This is an optimization exercise on Yosys and OpenROAD, whose aim is small area, a short achievable clock period and few clock cycles per item, not a production implementation.
Where RTL was checked, it was by simulation tests only, not by an equivalence proof against the original.
Power and IR drop assume default switching activity.

==> v2: inputs <==
==> flow/design.v <==
module spread_hash (
    input  wire          clk,
    input  wire          rst,         
    input  wire          start,       
    input  wire          kind,        
    input  wire [63:0]   mask,        
    input  wire [1023:0] words,       
    input  wire [31:0]   seed,        
    input  wire [319:0]  key,         
    output reg           done,        
    output wire [31:0]   hash
);
    localparam [511:0] CRC_L16 = 512'h8fc847e423f211f908fc047e8df746fbacb5d992e301fe487f24b05ad7e56bf235f91afc82b6ce93e8817440b5e8d53c6a9eba87d28be68dfc8e7e473f231f91;
    localparam [1023:0] CRC_L32 = 1024'h8fc8e57b47e472bd23f2395e11f91caf08fc8e57047e472b8df7c6ee46fbe377acb514c0d9926f1be301d2f6fe480c007f240600b05ae67bd7e596466bf2cb2335f965911afcb2c882b6bc1fce93bb74e88138c174409c60b5e8ab4bd53cb0de6a9e586fba87c94cd28b01dde68d6595fc8e57b17e472bd83f2395ec1f91caf6;
    reg          busy;        
    reg          st1;         
    reg          lh;          
    reg  [63:0]  pend;        
    reg  [63:0]  l1, l2;      
    reg  [7:0]   h1, h2;      
    reg  [15:0]  w1, w2;      
    reg          v2;          
    reg  [31:0]  acc;         
    reg  [63:0]  kw;          
    reg  [9:0]   kptr;        
    assign hash = acc;
    reg  [7:0]   gb1, gb2;    
    reg  [7:0]   f1;          
    reg  [7:0]   f2a, f2b;    
    integer      g, k;
    always @* begin
        gb1[0] = 1'b0;
        gb2[0] = 1'b0;
        for (g = 1; g < 8; g = g + 1) begin
            gb1[g] = gb1[g-1] | h1[g-1];
            gb2[g] = gb2[g-1] | h2[g-1] | (gb1[g-1] & h1[g-1]);
        end
        for (g = 0; g < 8; g = g + 1) begin
            f1[g]  = h1[g] & ~gb1[g];
            f2a[g] = h2[g] & ~gb1[g];
            f2b[g] = h1[g] & gb1[g] & ~gb2[g];
        end
    end
    reg  [15:0]  ga [0:7];    
    reg  [15:0]  gb [0:7];    
    reg  [15:0]  rd1, rd2;
    reg  [63:0]  s1, s2;      
    always @* begin
        rd1 = 16'd0;
        rd2 = 16'd0;
        for (g = 0; g < 8; g = g + 1) begin
            ga[g] = 16'd0;
            gb[g] = 16'd0;
            for (k = 0; k < 8; k = k + 1) begin
                ga[g] = ga[g] | (words[16*(8*g+k) +: 16] & {16{l1[8*g+k]}});
                gb[g] = gb[g] | (words[16*(8*g+k) +: 16] & {16{l2[8*g+k]}});
                s1[8*g+k] = l1[8*g+k] & f1[g];
                s2[8*g+k] = (l2[8*g+k] & f2a[g]) | (l1[8*g+k] & f2b[g]);
            end
            rd1 = rd1 | (ga[g] & {16{f1[g]}});
            rd2 = rd2 | (gb[g] & {16{f2a[g]}}) | (ga[g] & {16{f2b[g]}});
        end
    end
    wire [63:0]  pend_next = start ? mask : (pend & ~s1 & ~s2);
    reg  [63:0]  nl1, nl2;
    reg  [7:0]   nh1, nh2;
    reg          e1, e2;
    always @* begin
        for (g = 0; g < 8; g = g + 1) begin
            e1 = 1'b0;
            e2 = 1'b0;
            for (k = 0; k < 8; k = k + 1) begin
                nl1[8*g+k] = pend_next[8*g+k] & ~e1;
                nl2[8*g+k] = pend_next[8*g+k] & e1 & ~e2;
                e2 = e2 | (e1 & pend_next[8*g+k]);
                e1 = e1 | pend_next[8*g+k];
            end
            nh1[g] = e1;
            nh2[g] = e2;
        end
    end
    reg  [31:0]  kpair;       
    reg  [63:0]  kinit;       
    integer      m, c;
    always @* begin
        kpair = 32'd0;
        for (c = 0; c < 10; c = c + 1)
            for (m = 0; m < 32; m = m + 1)
                kpair[m] = kpair[m] | (key[319 - 32*c - m] & kptr[c]);
        for (m = 0; m < 64; m = m + 1)
            kinit[m] = key[319 - m];
    end
    wire [15:0]  b1 = {w1[7:0], w1[15:8]};
    wire [15:0]  b2 = {w2[7:0], w2[15:8]};
    wire [15:0]  t1 = acc[15:0] ^ b1;
    wire [31:0]  t2 = acc ^ {b2, b1};
    reg  [31:0]  crc_a, crc_b;
    integer      o;
    always @* begin
        for (o = 0; o < 32; o = o + 1) begin
            crc_a[o] = (o < 16 ? acc[o + 16] : 1'b0) ^ (^(t1 & CRC_L16[16*o +: 16]));
            crc_b[o] = ^(t2 & CRC_L32[32*o +: 32]);
        end
    end
    wire [31:0]  crc_next = v2 ? crc_b : crc_a;
    wire [31:0]  tin;
    genvar       gj;
    generate
        for (gj = 0; gj < 16; gj = gj + 1) begin : g_in
            assign tin[gj]      = w1[15 - gj];
            assign tin[16 + gj] = w2[15 - gj];
        end
    endgenerate
    function [7:0] hank8;                     
        input [7:0]  x;
        input [14:0] h;
        integer      qq;
        begin
            for (qq = 0; qq < 8; qq = qq + 1)
                hank8[qq] = ^(x & h[qq +: 8]);
        end
    endfunction
    function [15:0] hank16;
        input [15:0] x;
        input [30:0] h;
        reg   [7:0]  p;
        begin
            p = hank8(x[7:0] ^ x[15:8], h[22:8]);
            hank16[7:0]  = p ^ hank8(x[7:0],  h[14:0]  ^ h[22:8]);
            hank16[15:8] = p ^ hank8(x[15:8], h[30:16] ^ h[22:8]);
        end
    endfunction
    wire [15:0]  tp  = hank16(tin[15:0] ^ tin[31:16], kw[46:16]);
    wire [15:0]  ty0 = tp ^ hank16(tin[15:0],  kw[30:0]  ^ kw[46:16]);
    wire [15:0]  ty1 = tp ^ hank16(tin[31:16], kw[62:32] ^ kw[46:16]);
    wire [31:0]  ty  = {ty1, ty0};            
    reg  [31:0]  tpz_next;
    integer      q;
    always @* begin
        for (q = 0; q < 32; q = q + 1)
            tpz_next[31 - q] = acc[31 - q] ^ ty[q];
    end
    always @(posedge clk) begin
        pend <= pend_next;
        l1   <= nl1;
        l2   <= nl2;
        h1   <= nh1;
        h2   <= nh2;
        w1   <= rd1;
        w2   <= rd2;
        v2   <= f2a != 8'd0 || f2b != 8'd0;
        acc  <= st1 ? (kind ? 32'd0 : seed) : (kind ? tpz_next : crc_next);
        kw   <= st1 ? kinit : {kpair, kw[63:32]};
        kptr <= st1 ? 10'd4 : {kptr[8:0], kptr[9]};
        if (rst) begin
            busy <= 1'b0;
            st1  <= 1'b0;
            lh   <= 1'b0;
            done <= 1'b0;
        end else begin
            st1  <= start;
            lh   <= busy && h1 != 8'd0 && pend_next == 64'd0;
            done <= lh || (st1 && h1 == 8'd0);
            busy <= start || (busy && !(lh || (st1 && h1 == 8'd0)));
        end
    end
endmodule
==> flow/flow/run.sh <==
#!/bin/bash
# The standard layout (standard.sh: standard synthesis unchanged), except that the
# buffer that buffer_ports puts on every input and output port is the smallest buffer
# cell instead of the default choice (every port still gets its own buffer).
set -euo pipefail
export BUFFER_PORTS_ARGS="-buffer_cell sky130_fd_sc_hd__buf_1"
bash standard.sh finish > standard_flow.log 2>&1
==> flow/standard.sh <==
#!/bin/bash
# synth_recipe.tcl (not shown) runs the flow's synth.tcl, then flattens the netlist and writes it again
# the make line also repeats each setting of config.mk as NAME=value (left out here)
make -C /OpenROAD-flow-scripts/flow DESIGN_CONFIG=/design/flow/config.mk WORK_HOME=/design/flow/orfs CLKGATE_MAP_FILE= SYNTH_SCRIPT=/design/flow/synth_recipe.tcl "${@:-finish}"
==> flow/config.mk <==
export PLATFORM = sky130hd
export DESIGN_NAME = spread_hash
export DESIGN_NICKNAME = spread_hash
export VERILOG_FILES = /design/flow/design.v
export SDC_FILE = /design/flow/constraint.sdc
export NUM_CORES = 4
export LEC_CHECK = 0
export CAP_MARGIN = 35
export CORE_AREA = 10 10 500 500
export DIE_AREA = 0 0 510 510
export SETUP_SLACK_MARGIN = 4.0
export SLEW_MARGIN = 35
export TNS_END_PERCENT = 30
==> flow/constraint.sdc <==
create_clock -name core_clock -period 7.0 [get_ports {clk}]
set_input_delay 1.4000 -clock core_clock [delete_from_list [all_inputs] [get_ports {clk}]]
set_output_delay 1.4000 -clock core_clock [all_outputs]
set_load 0.01 [all_outputs]
==> v28: changes against v2 <==
--- a/flow/design.v
+++ b/flow/design.v
@@ -15,9 +15,9 @@
     reg          busy;        
     reg          st1;         
     reg          lh;          
-    reg  [63:0]  pend;        
+    reg  [63:0]  used;        
     reg  [63:0]  l1, l2;      
-    reg  [7:0]   h1, h2;      
+    reg  [7:0]   g1, g2;      
     reg  [15:0]  w1, w2;      
     reg          v2;          
     reg  [31:0]  acc;         
@@ -25,58 +25,48 @@
     reg  [9:0]   kptr;        
     assign hash = acc;
     reg  [7:0]   gb1, gb2;    
-    reg  [7:0]   f1;          
-    reg  [7:0]   f2a, f2b;    
+    reg  [63:0]  s1, s2;      
     integer      g, k;
     always @* begin
         gb1[0] = 1'b0;
         gb2[0] = 1'b0;
         for (g = 1; g < 8; g = g + 1) begin
-            gb1[g] = gb1[g-1] | h1[g-1];
-            gb2[g] = gb2[g-1] | h2[g-1] | (gb1[g-1] & h1[g-1]);
+            gb1[g] = gb1[g-1] | g1[g-1];
+            gb2[g] = gb2[g-1] | g2[g-1] | (gb1[g-1] & g1[g-1]);
         end
-        for (g = 0; g < 8; g = g + 1) begin
-            f1[g]  = h1[g] & ~gb1[g];
-            f2a[g] = h2[g] & ~gb1[g];
-            f2b[g] = h1[g] & gb1[g] & ~gb2[g];
-        end
+        for (g = 0; g < 8; g = g + 1)
+            for (k = 0; k < 8; k = k + 1) begin
+                s1[8*g+k] = l1[8*g+k] & ~gb1[g];
+                s2[8*g+k] = (l2[8*g+k] & ~gb1[g]) | (l1[8*g+k] & gb1[g] & ~gb2[g]);
+            end
     end
-    reg  [15:0]  ga [0:7];    
-    reg  [15:0]  gb [0:7];    
-    reg  [15:0]  rd1, rd2;
-    reg  [63:0]  s1, s2;      
-    always @* begin
-        rd1 = 16'd0;
-        rd2 = 16'd0;
-        for (g = 0; g < 8; g = g + 1) begin
-            ga[g] = 16'd0;
-            gb[g] = 16'd0;
-            for (k = 0; k < 8; k = k + 1) begin
-                ga[g] = ga[g] | (words[16*(8*g+k) +: 16] & {16{l1[8*g+k]}});
-                gb[g] = gb[g] | (words[16*(8*g+k) +: 16] & {16{l2[8*g+k]}});
-                s1[8*g+k] = l1[8*g+k] & f1[g];
-                s2[8*g+k] = (l2[8*g+k] & f2a[g]) | (l1[8*g+k] & f2b[g]);
-            end
-            rd1 = rd1 | (ga[g] & {16{f1[g]}});
-            rd2 = rd2 | (gb[g] & {16{f2a[g]}}) | (ga[g] & {16{f2b[g]}});
-        end
-    end
-    wire [63:0]  pend_next = start ? mask : (pend & ~s1 & ~s2);
+    wire [63:0]  used_next = used | s1 | s2;
+    wire [63:0]  pend = mask & ~used_next;
     reg  [63:0]  nl1, nl2;
-    reg  [7:0]   nh1, nh2;
+    reg  [7:0]   ng1, ng2;
     reg          e1, e2;
     always @* begin
         for (g = 0; g < 8; g = g + 1) begin
             e1 = 1'b0;
             e2 = 1'b0;
             for (k = 0; k < 8; k = k + 1) begin
-                nl1[8*g+k] = pend_next[8*g+k] & ~e1;
-                nl2[8*g+k] = pend_next[8*g+k] & e1 & ~e2;
-                e2 = e2 | (e1 & pend_next[8*g+k]);
-                e1 = e1 | pend_next[8*g+k];
+                nl1[8*g+k] = pend[8*g+k] & ~e1;
+                nl2[8*g+k] = pend[8*g+k] & e1 & ~e2;
+                e2 = e2 | (e1 & pend[8*g+k]);
+                e1 = e1 | pend[8*g+k];
             end
-            nh1[g] = e1;
-            nh2[g] = e2;
+            ng1[g] = e1;
+            ng2[g] = e2;
+        end
+    end
+    reg  [15:0]  rd1, rd2;
+    integer      i;
+    always @* begin
+        rd1 = 16'd0;
+        rd2 = 16'd0;
+        for (i = 0; i < 64; i = i + 1) begin
+            rd1 = rd1 | (words[16*i +: 16] & {16{s1[i]}});
+            rd2 = rd2 | (words[16*i +: 16] & {16{s2[i]}});
         end
     end
     reg  [31:0]  kpair;       
@@ -141,17 +131,27 @@
             tpz_next[31 - q] = acc[31 - q] ^ ty[q];
     end
     always @(posedge clk) begin
-        pend <= pend_next;
-        l1   <= nl1;
-        l2   <= nl2;
-        h1   <= nh1;
-        h2   <= nh2;
         w1   <= rd1;
         w2   <= rd2;
-        v2   <= f2a != 8'd0 || f2b != 8'd0;
+        v2   <= s2 != 64'd0;
         acc  <= st1 ? (kind ? 32'd0 : seed) : (kind ? tpz_next : crc_next);
         kw   <= st1 ? kinit : {kpair, kw[63:32]};
         kptr <= st1 ? 10'd4 : {kptr[8:0], kptr[9]};
+        if (rst || lh || !(start || busy))
+            used <= 64'd0;
+        else
+            used <= used_next;
+        if (rst || !(start || busy)) begin
+            l1 <= 64'd0;
+            l2 <= 64'd0;
+            g1 <= 8'd0;
+            g2 <= 8'd0;
+        end else begin
+            l1 <= nl1;
+            l2 <= nl2;
+            g1 <= ng1;
+            g2 <= ng2;
+        end
         if (rst) begin
             busy <= 1'b0;
             st1  <= 1'b0;
@@ -159,9 +159,9 @@
             done <= 1'b0;
         end else begin
             st1  <= start;
-            lh   <= busy && h1 != 8'd0 && pend_next == 64'd0;
-            done <= lh || (st1 && h1 == 8'd0);
-            busy <= start || (busy && !(lh || (st1 && h1 == 8'd0)));
+            lh   <= busy && g1 != 8'd0 && pend == 64'd0;
+            done <= lh || (st1 && g1 == 8'd0);
+            busy <= start || (busy && !(lh || (st1 && g1 == 8'd0)));
         end
     end
 endmodule
==> flow/run.sh (new file) <==
#!/bin/bash
# synth_recipe.tcl (not shown) runs the flow's synth.tcl, then flattens the netlist and writes it again
# the make line also repeats each setting of config.mk as NAME=value (left out here)
make -C /OpenROAD-flow-scripts/flow DESIGN_CONFIG=/design/flow/config.mk WORK_HOME=/design/flow/orfs CLKGATE_MAP_FILE= SYNTH_SCRIPT=/design/flow/synth_recipe.tcl finish
- CORE_AREA: 10 10 500 500 -> 10 10 390 390
- DIE_AREA: 0 0 510 510 -> 0 0 400 400
- SETUP_SLACK_MARGIN: 4.0 -> 4.5
- TNS_END_PERCENT: 30 -> default
removed: flow/flow/run.sh
removed: flow/standard.sh
==> key figures <==
Power
  – Sequential Power Share: 7.4%

Worst setup path
  – CP Data Arrival Time: 3.83 ns

Outcome
  – Status: timing/DRC/antenna clean

Placed design
  – HPWL after DPL: 332000 um
That was v2.
==> key figures <==
Outcome
  – Status: stopped before the end
  – Stopped at: 3_2_place_iop
  – Tool error: [ERROR PPL-0024] Number of IO pins (1477) exceeds maximum number of available positions (1446). Increase the die perimeter from 1600.00um to 2008.72um.

Synth
  – Compound-gate portion of the synthesized area: 29.9%
That was v28.
Testbench counts of v2, summed over its fixed seeds: cycles 20,313, items 1,920.
No functional check of the RTL was part of v28.

==> what the ideal ports hide <==
Ports are ideal in the flow. The routed layout listed here was re-timed in OpenROAD.
Step 1, drivers: a clkbuf_16 drives clk and a buf_2 each remaining input, both assumed.
Step 2 also shifts input and output timing later by t, the mid clock arrival at the registers, as if the neighbouring blocks saw the same clock.
Slacks: no drivers / after step 1 / after step 2; pairs: no drivers / after step 1.
run: v2
t, ns: 0.776
setup WS [ns]: 3.755 / 3.602 / 2.826
worst slew at a driven data input, ns: 0.44
After both steps setup and hold are still met in v2. The setup slack of v2 moves by -0.153 ns with the drivers and by -0.929 ns with both steps.
